What follows belongs to an exercise in optimizing a design on an open flow for small area, a short achievable clock period and few clock cycles; a production flow would make more cautious choices.
Function was checked by simulation only, so behaviour that the tests miss may differ from the original.
Power is estimated from default activity; no workload was simulated.

## harbor
// tumbler_sel
module tumbler_sel (
    input  wire               clk,
    input  wire               rst,
    input  wire               wr_en,
    input  wire [4:0]         wr_pos,
    input  wire signed [23:0] wr_key,
    input  wire signed [7:0]  wr_temp,
    input  wire               wr_elig,
    input  wire               wr_fb,
    input  wire               wr_activate,
    input  wire               start,
    input  wire signed [15:0] lvl_n,
    input  wire [11:0]        lvl_f,
    input  wire signed [31:0] iarm,
    input  wire [7:0]         max_swap,
    input  wire [10:0]        f_dead,
    input  wire               therm_en,
    input  wire               frac_rotate,
    input  wire [15:0]        hyst,
    input  wire [7:0]         depth,
    input  wire               rate_en,
    input  wire [23:0]        credit_add,
    input  wire signed [7:0]  t0,
    input  wire [15:0]        gain,
    input  wire [15:0]        i_db,
    output reg                ready,
    output reg                done,
    output reg  [95:0]        cmd,
    output reg                out_pol,
    output reg  [5:0]         out_m,
    output reg  [11:0]        out_f,
    output reg                dir,
    output reg                pos_clamp,
    output reg                neg_clamp,
    output reg                frac_drop,
    output reg                frac_valid,
    output reg  [4:0]         frac_pos,
    output reg  [7:0]         swaps,
    output reg  [5:0]         healthy
);
    localparam NC = 32;
    localparam RW = 26;              
    localparam [2:0] C_BLOCK    = 3'd0,
                     C_BYPASS   = 3'd1,
                     C_INS_POS  = 3'd2,
                     C_INS_NEG  = 3'd3,
                     C_FRAC_POS = 3'd4,
                     C_FRAC_NEG = 3'd5;
    integer i;
    function automatic lt28(input [27:0] x, input [27:0] y);
        reg l;
        integer k;
        begin
            l = 1'b0;
            for (k = 0; k < 28; k = k + 1)
                l = (~x[k] & y[k]) | ((~x[k] | y[k]) & l);
            lt28 = l;
        end
    endfunction
    function automatic margin_gt(input [27:0] x, input [27:0] y, input [27:0] h);
        reg [27:0] a, b, sm, cy;
        reg [31:0] g, p;
        integer k, w;
        begin
            a  = ~y;
            b  = ~h;
  ...
Size in the first run: about 240000 um^2 of cells after synthesis.
clock: 110.0 ns
lec_check: 0
cap_margin: 30
core_margin: 2
core_utilization: 50
place_density: 0.65
slew_margin: 30
standard.sh (not shown) runs the stock make flow with config.mk's settings and CLKGATE_MAP_FILE= SYNTH_SCRIPT=/design/flow/synth_recipe.tcl, a recipe that flattens the netlist after the stock synthesis.
==> flow/flow/run.sh <==
#!/bin/bash
set -euo pipefail
export SETUP_SLACK_MARGIN=86
export MAX_REPAIR_ANTENNAS_ITER_DRT=20
bash standard.sh > standard.log 2>&1
Testbench counts of harbor, summed over its fixed seeds: cycles 8,000.
The following lists how xenon was set up differently from harbor:
--- a/flow/design.v
+++ b/flow/design.v
@@ -157,17 +157,16 @@
     reg               wp_elig, wp_fb, wp_act;
     reg [7:0]         wp_dep;
     reg               busy;
     reg               rst_r;
     reg [15:0]        lsn;           
     reg [NC-1:0]      ins;
     reg [5:0]         ins_cnt;
     reg               fresh;         
-    reg               mp;            
     reg               pos;           
     reg               low;           
     reg signed [15:0] s_n;
     reg [11:0]        s_f;
     reg [10:0]        s_f_dead;
     reg               s_therm_en;
     reg               s_rotate;
     reg [15:0]        s_hyst;
@@ -314,28 +313,27 @@
         e_pen  = (e_dt > 0) ? pen_gain * e_dt[7:0] : 24'd0;
         e_lo   = add27({3'b000, e_pen}, {{(27-24){e_key[23]}}, e_key});
         e_hi   = add27({3'b000, e_pen}, {{(27-24){~e_key[23]}}, ~e_key});
     end
     wire wp_wr   = wp_v && wp_w;
     wire rc_p0   = !rc_ph && rc_arm && e_any && !wp_wr;
     wire rc_load = rc_ph && !wp_wr && !st_wr;
     wire st_low  = (st_dir == 1'b0) == !lvl_n[15];
-    wire st_lowp = (iarm[31] == 1'b0) == !lvl_n[15];
     wire ph_nx   = !(busy && hold && pen_new) && rc_p0;
     wire sel_nx  = ph_nx ? 1'b0 : (e_any ? 1'b1 : low);
     reg [NC-1:0] elig_nx;
     always @* begin
         for (i = 0; i < NC; i = i + 1)
             elig_nx[i] = rst_r ? 1'b0 : (wp_wr && wp_pos == i[4:0]) ? wp_elig : elig[i];
     end
     wire [15:0] eff_gain = s_therm_en ? s_gain : 16'd0;
     wire [7:0]  eff_t0   = (s_therm_en && s_gain != 16'd0) ? s_t0 : 8'sd0;
     wire pen_new = (eff_gain != pen_gain || eff_t0 != pen_t0);
-    wire hold    = pen_new || pen_ok != {NC{1'b1}} || wp_v || mp;
+    wire hold    = pen_new || pen_ok != {NC{1'b1}} || wp_v;
     reg [NC-1:0] f_pool;
     reg          f_excl;
     always @* begin
         f_excl = s_rotate && pf_v &&
                  ((outs & ~({{(NC-1){1'b0}}, 1'b1} << pf_p)) != {NC{1'b0}});
         for (i = 0; i < NC; i = i + 1)
             f_pool[i] = outs[i] && !(f_excl && pf_p == i[4:0]);
     end
@@ -508,17 +506,17 @@
                 if (wp_act)
                     credit[wp_pos] <= {((wp_dep == 8'd0) ? 8'd1 : wp_dep), 16'd0};
             end
         end
     end
     always @(posedge clk) begin
         for (i = 0; i < NC / 2; i = i + 1)
             if (!busy)
-                lsn[i] <= st_lowp & (elig_nx[2*i] | elig_nx[2*i+1]);
+                lsn[i] <= st_low & (elig_nx[2*i] | elig_nx[2*i+1]);
             else
                 lsn[i] <= sel_nx & (elig[2*i] | elig[2*i+1]);
     end
     always @(posedge clk) begin
         if (wp_v) begin
             ek_lo[wp_pos] <= e_lo;
             ek_hi[wp_pos] <= e_hi;
         end
@@ -540,32 +538,29 @@
         end else begin
             wp_pos <= wr_pos;
             wp_key <= wr_key;
         end
         if (!busy) begin
             flip         <= st_flip;
             pos          <= !lvl_n[15];
             low          <= st_low;
-            mp           <= st_lowp != st_low;
             s_n          <= lvl_n;
             s_f          <= lvl_f;
             s_f_dead     <= f_dead;
             s_therm_en   <= therm_en;
             s_rotate     <= frac_rotate;
             s_hyst       <= hyst;
             s_max_swap   <= max_swap;
             s_depth      <= depth;
             s_rate_en    <= rate_en;
             s_credit_add <= credit_add;
             s_t0         <= t0;
             s_gain       <= gain;
         end
-        if (busy)
-            mp <= 1'b0;
         if (!busy)
             fresh <= 1'b1;
         else if (go)
             fresh <= 1'b0;
         if (go) begin
             for (i = 0; i < NC; i = i + 1)
                 ins[i] <= (ins_e[i] || ((do_add || do_swap) && b_pos == i[4:0])) &&
                           !((do_rem || do_swap) && w_pos == i[4:0]);
Results
Looking only at sequential power share, and setting everything else aside, the higher value of xenon and harbor goes to xenon.
Remaining antenna violation count came out exactly the same in xenon and harbor.
Relative to harbor, worst relative slew slack has gone down in xenon.
Summary of xenon over harbor: worst setup slack after layout dropped 0.76 ns; ratio of final minimum period to clock period higher; total CTS buffers picked up an extra about 0.54%; synthesized cell area held steady; fmax decreased by about 3% relative to the old numbers.
In the flow results for xenon and harbor, the power is larger on harbor.
On worst hold slack, xenon tracks harbor almost exactly.
Testbench counts of xenon, summed over its fixed seeds: cycles 7,998.

port drivers added, routing unchanged:
How much do the figures lean on ideal ports? The routed layouts below were timed once more, with nothing changed but the port constraints. Step 1 (the two cells are an assumption about what drives the block):
set clk [get_ports {clk}]
set_driving_cell -lib_cell sky130_fd_sc_hd__clkbuf_16 $clk
set_driving_cell -lib_cell sky130_fd_sc_hd__buf_2 [delete_from_list [all_inputs] $clk]
Step 2, shift: input delay + t, output delay - t, t = (earliest + latest rising clock arrival at the registers) / 2. This alone moves slack from input paths to output paths. Slacks: no drivers / after step 1 / after step 2; pairs: no drivers / after step 1.
run	shift t [ns]	setup WS [ns]	latest minus earliest clock arrival (ns)	cell pins on the clock port's net
harbor	1.210	85.940 / 85.817 / 84.816	0.126 / 0.125	1
xenon	1.193	85.180 / 85.264 / 84.071	0.120 / 0.120	1
After both steps every run listed still meets setup and hold. The setup slack of harbor, which loses most, moves by -0.123 ns with the drivers and by -1.124 ns with both steps.
